This is an optimization exercise on Yosys and OpenROAD, whose aim is small area, not a production implementation. Function was checked by simulation only, so behaviour that the tests miss may differ from the original. Power and IR drop assume default switching activity.

## run A
// needle_core
module needle_core (
    input  wire         clk,
    input  wire         rst,           
    input  wire         start,         
    input  wire [12:0]  entry_pc,
    input  wire [7:0]   pages,         
    input  wire [15:0]  budget,        
    input  wire [8:0]   vlen,          
    output wire         busy,
    output wire [12:0]  imem_addr,
    input  wire [63:0]  imem_data,
    output wire [7:0]   win_addr,
    input  wire [255:0] win_data,
    output reg          done,
    output reg  [2:0]   reason,
    output reg  [23:0]  fwd,
    output reg  [7:0]   drop,
    output reg  [7:0]   copy,
    output reg  [2:0]   tc,
    output wire [639:0] key            
);
    localparam [2:0] R_END = 3'd0, R_BUDGET = 3'd1, R_WINDOW = 3'd2, R_ILLEGAL = 3'd3;
    reg  [2:0]   state;
    reg  [15:0]  rem;         
    reg  [7:0]   pages_r;
    reg  [8:0]   vlen_r;
    reg  [13:0]  pc;
    reg  [511:0] gfile;       
    reg          fz, fn, fc;
    reg  [639:0] kbuf;
    wire idle   = (state == 3'd0);
    wire load   = !state[2] && !idle;
    wire run    = (state == 3'd4);
    wire kstall = (state == 3'd6);
    assign busy = ~idle;
    assign key  = kbuf;
    assign imem_addr = pc[12:0];
    wire [7:0]  op  = imem_data[63:56];
    wire [3:0]  rd  = imem_data[55:52];
    wire [3:0]  ra  = imem_data[51:48];
    wire [3:0]  rb  = imem_data[47:44];
    wire [3:0]  cc  = imem_data[43:40];
    wire [7:0]  x   = imem_data[39:32];
    wire [31:0] imm = imem_data[31:0];
    wire is_dep  = (op == 8'h10);
    wire is_ldh  = (op == 8'h20);
    wire is_kput = (op == 8'h23);
    wire is_kcpy = (op == 8'h24);
    wire is_kclr = (op == 8'h25);
    wire win_op  = is_ldh | is_kcpy;
    wire [3:0]  rb_sel = is_dep ? rd : rb;
    wire [31:0] va  = gfile[32*ra +: 32];
    wire [31:0] vb  = gfile[32*rb_sel +: 32];
    reg         known;
    reg  [4:0]  used;
    reg  [31:0] imask;
    always @* begin
        known = 1'b1;
        used  = 5'b00000;
        imask = 32'h0;
        case (op)
            8'h00: begin used = 5'b00000; imask = 32'h0;        end  
  ...
For scale: ~9000 cells after synthesis, ~1100 I/O pins, roughly 75000 um^2 of cells after synthesis.
Settings: LEC_CHECK=0, ABC_AREA=1, CAP_MARGIN=20, CELL_PAD_IN_SITES_DETAIL_PLACEMENT=2, CELL_PAD_IN_SITES_GLOBAL_PLACEMENT=2, CORE_MARGIN=2, CORE_UTILIZATION=30, SLEW_MARGIN=20, SYNTH_MEMORY_MAX_BITS=16384; clock period 12.0 ns.
standard.sh (not shown) runs the stock make flow with config.mk's settings and CLKGATE_MAP_FILE= SYNTH_SCRIPT=/design/flow/synth_recipe.tcl, a recipe that flattens the netlist after the stock synthesis.
==> flow/flow/run.sh <==
#!/bin/bash
# The standard layout (standard.sh, unchanged synthesis), with two changes:
# the port buffers are the smallest buffer cell, and CTS inserts no dummy
# loads. Each tool's output goes to orfs/logs; make's own output to make.log.
set -euo pipefail
export BUFFER_PORTS_ARGS="-buffer_cell sky130_fd_sc_hd__buf_1"
export CTS_ARGS="-sink_clustering_enable -repair_clock_nets -dont_use_dummy_load"
bash standard.sh finish > make.log 2>&1
Both conditions hold for run A: the flow ran to the end and the final layout passed the timing, DRC and antenna checks.
The following lists how run B was set up differently from run A:
- CORE_UTILIZATION: 30 -> 45
==> flow/flow/run.sh <==
#!/bin/bash
# The standard layout (standard.sh, unchanged synthesis), with two changes:
# the port buffers are the smallest buffer cell, and CTS builds the tree from
# clkbuf_8 with no dummy loads. Each tool's output goes to
# orfs/logs; make's own output to make.log.
set -euo pipefail
export BUFFER_PORTS_ARGS="-buffer_cell sky130_fd_sc_hd__buf_1"
export CTS_ARGS="-sink_clustering_enable -repair_clock_nets -dont_use_dummy_load -buf_list {sky130_fd_sc_hd__clkbuf_8}"
bash standard.sh finish > make.log 2>&1
==> notes.md <==
Run B | ERROR | global routing. Taking run A as the reference, in run B total placed cells including tap cells shows a reduction of about 9%; worst setup slack after placement went down by 810 ps; routability-driven placement congestion ratio now larger; post-CTS resize count saw little to no change. Run B — die extent in x 18% lower, run A as reference. Relative to run A, the number of cell rows measured on run B has decreased by more than 10%.
The inputs of run C differ from those of run B as listed below.
- GPL_TIMING_DRIVEN newly set to 0
- CORE_UTILIZATION changed from 45 to 30
==> flow/flow/run.sh <==
#!/bin/bash
# The standard layout (standard.sh, unchanged synthesis), with two changes:
# the port buffers are the smallest buffer cell, and CTS builds the tree from
# clkbuf_4/clkbuf_8 with no dummy loads. Each tool's output goes to
# orfs/logs; make's own output to make.log.
set -euo pipefail
export BUFFER_PORTS_ARGS="-buffer_cell sky130_fd_sc_hd__buf_1"
export CTS_ARGS="-sink_clustering_enable -repair_clock_nets -dont_use_dummy_load -buf_list {sky130_fd_sc_hd__clkbuf_4 sky130_fd_sc_hd__clkbuf_8} -sink_clustering_size 20"
bash standard.sh finish > make.log 2>&1
Notes after the runs:
- Across run C and run B, a clean result was obtained everywhere but in run B.
- Run B did not run to completion, as it errored out during global routing.
- | total cell area at the placement stage | run C vs run B | 5.3% higher |
- On mean area per synthesized cell, run C tracks run B almost exactly.
- Between run B and run C, the worst-case clock buffer depth figures differ only marginally.
- Number of placement rows was higher in the run labelled run C.
- Higher post-placement cell count among run C and run B: run C
- Reported for run C and run B, synthesized cell count turned out identical to the last digit.
- Going from run B to run C, total clock buffers created by CTS shows an increase of 1, sequential element share of the synthesized area level.
--- input diff run C..run D ---
- GPL_TIMING_DRIVEN: 0 -> unset
==> flow/flow/run.sh <==
#!/bin/bash
# The standard layout (standard.sh, unchanged synthesis), with two changes:
# the port buffers are the smallest buffer cell, and CTS builds the tree from
# clkbuf_8 with no dummy loads. Each tool's output goes to
# orfs/logs; make's own output to make.log.
set -euo pipefail
export BUFFER_PORTS_ARGS="-buffer_cell sky130_fd_sc_hd__buf_1"
export CTS_ARGS="-sink_clustering_enable -repair_clock_nets -dont_use_dummy_load -buf_list {sky130_fd_sc_hd__clkbuf_8}"
bash standard.sh finish > make.log 2>&1
- Looking only at met3 track demand over resource in global routing, and setting everything else aside, the lower value of run D and run C goes to run D.
- Compared to run C, the routing of run D uses less wire.
- The number of buffer cells added on primary ports in run D was higher than what run C gave.
- On core utilization: run D sits below run C.
- Taking run D over run C, the met2 wire length ratio works out to 0.902.
- Compared with run C, run D shows total power lower by 3.2%.
- Per the comparison of run D with run C, smallest setup slack after layout now sits higher, global-route usage over all layers now sits lower.
- Headroom to the max-slew limit: run D > run C
- Re initial antenna violation count: run C was lower than run D.

-- static timing again, ports no longer ideal --
The results above use ideal ports. As a check the final layouts listed here were re-extracted and re-timed, cells and wires unchanged.
Step 1 (the two cells are an assumption about what drives the block):
set clk [get_ports {clk}]
set_driving_cell -lib_cell sky130_fd_sc_hd__clkbuf_16 $clk
set_driving_cell -lib_cell sky130_fd_sc_hd__buf_2 [delete_from_list [all_inputs] $clk]
Step 2 adds t to the input delays and takes it off the output delays; t is the mean of the earliest and latest rising clock arrival at the registers after step 1. Input paths then give back, and output paths get back, about the clock's delay inside the block.
a / b / c = ideal ports / drivers / drivers and shift; a / b = the first two.
run	t, ns	setup slack, ns	worst register clock-pin slew, ns
run A	0.880	2.068 / 2.044 / 1.682	0.06 / 0.06
run C	1.133	0.401 / 0.375 / -0.285	0.07 / 0.07
run D	1.075	2.074 / 2.051 / 1.661	0.07 / 0.07
Met with ideal ports but missed after step 2: setup timing in run C. The setup slack of run C, which loses most, moves by -0.026 ns with the drivers and by -0.686 ns with both steps.
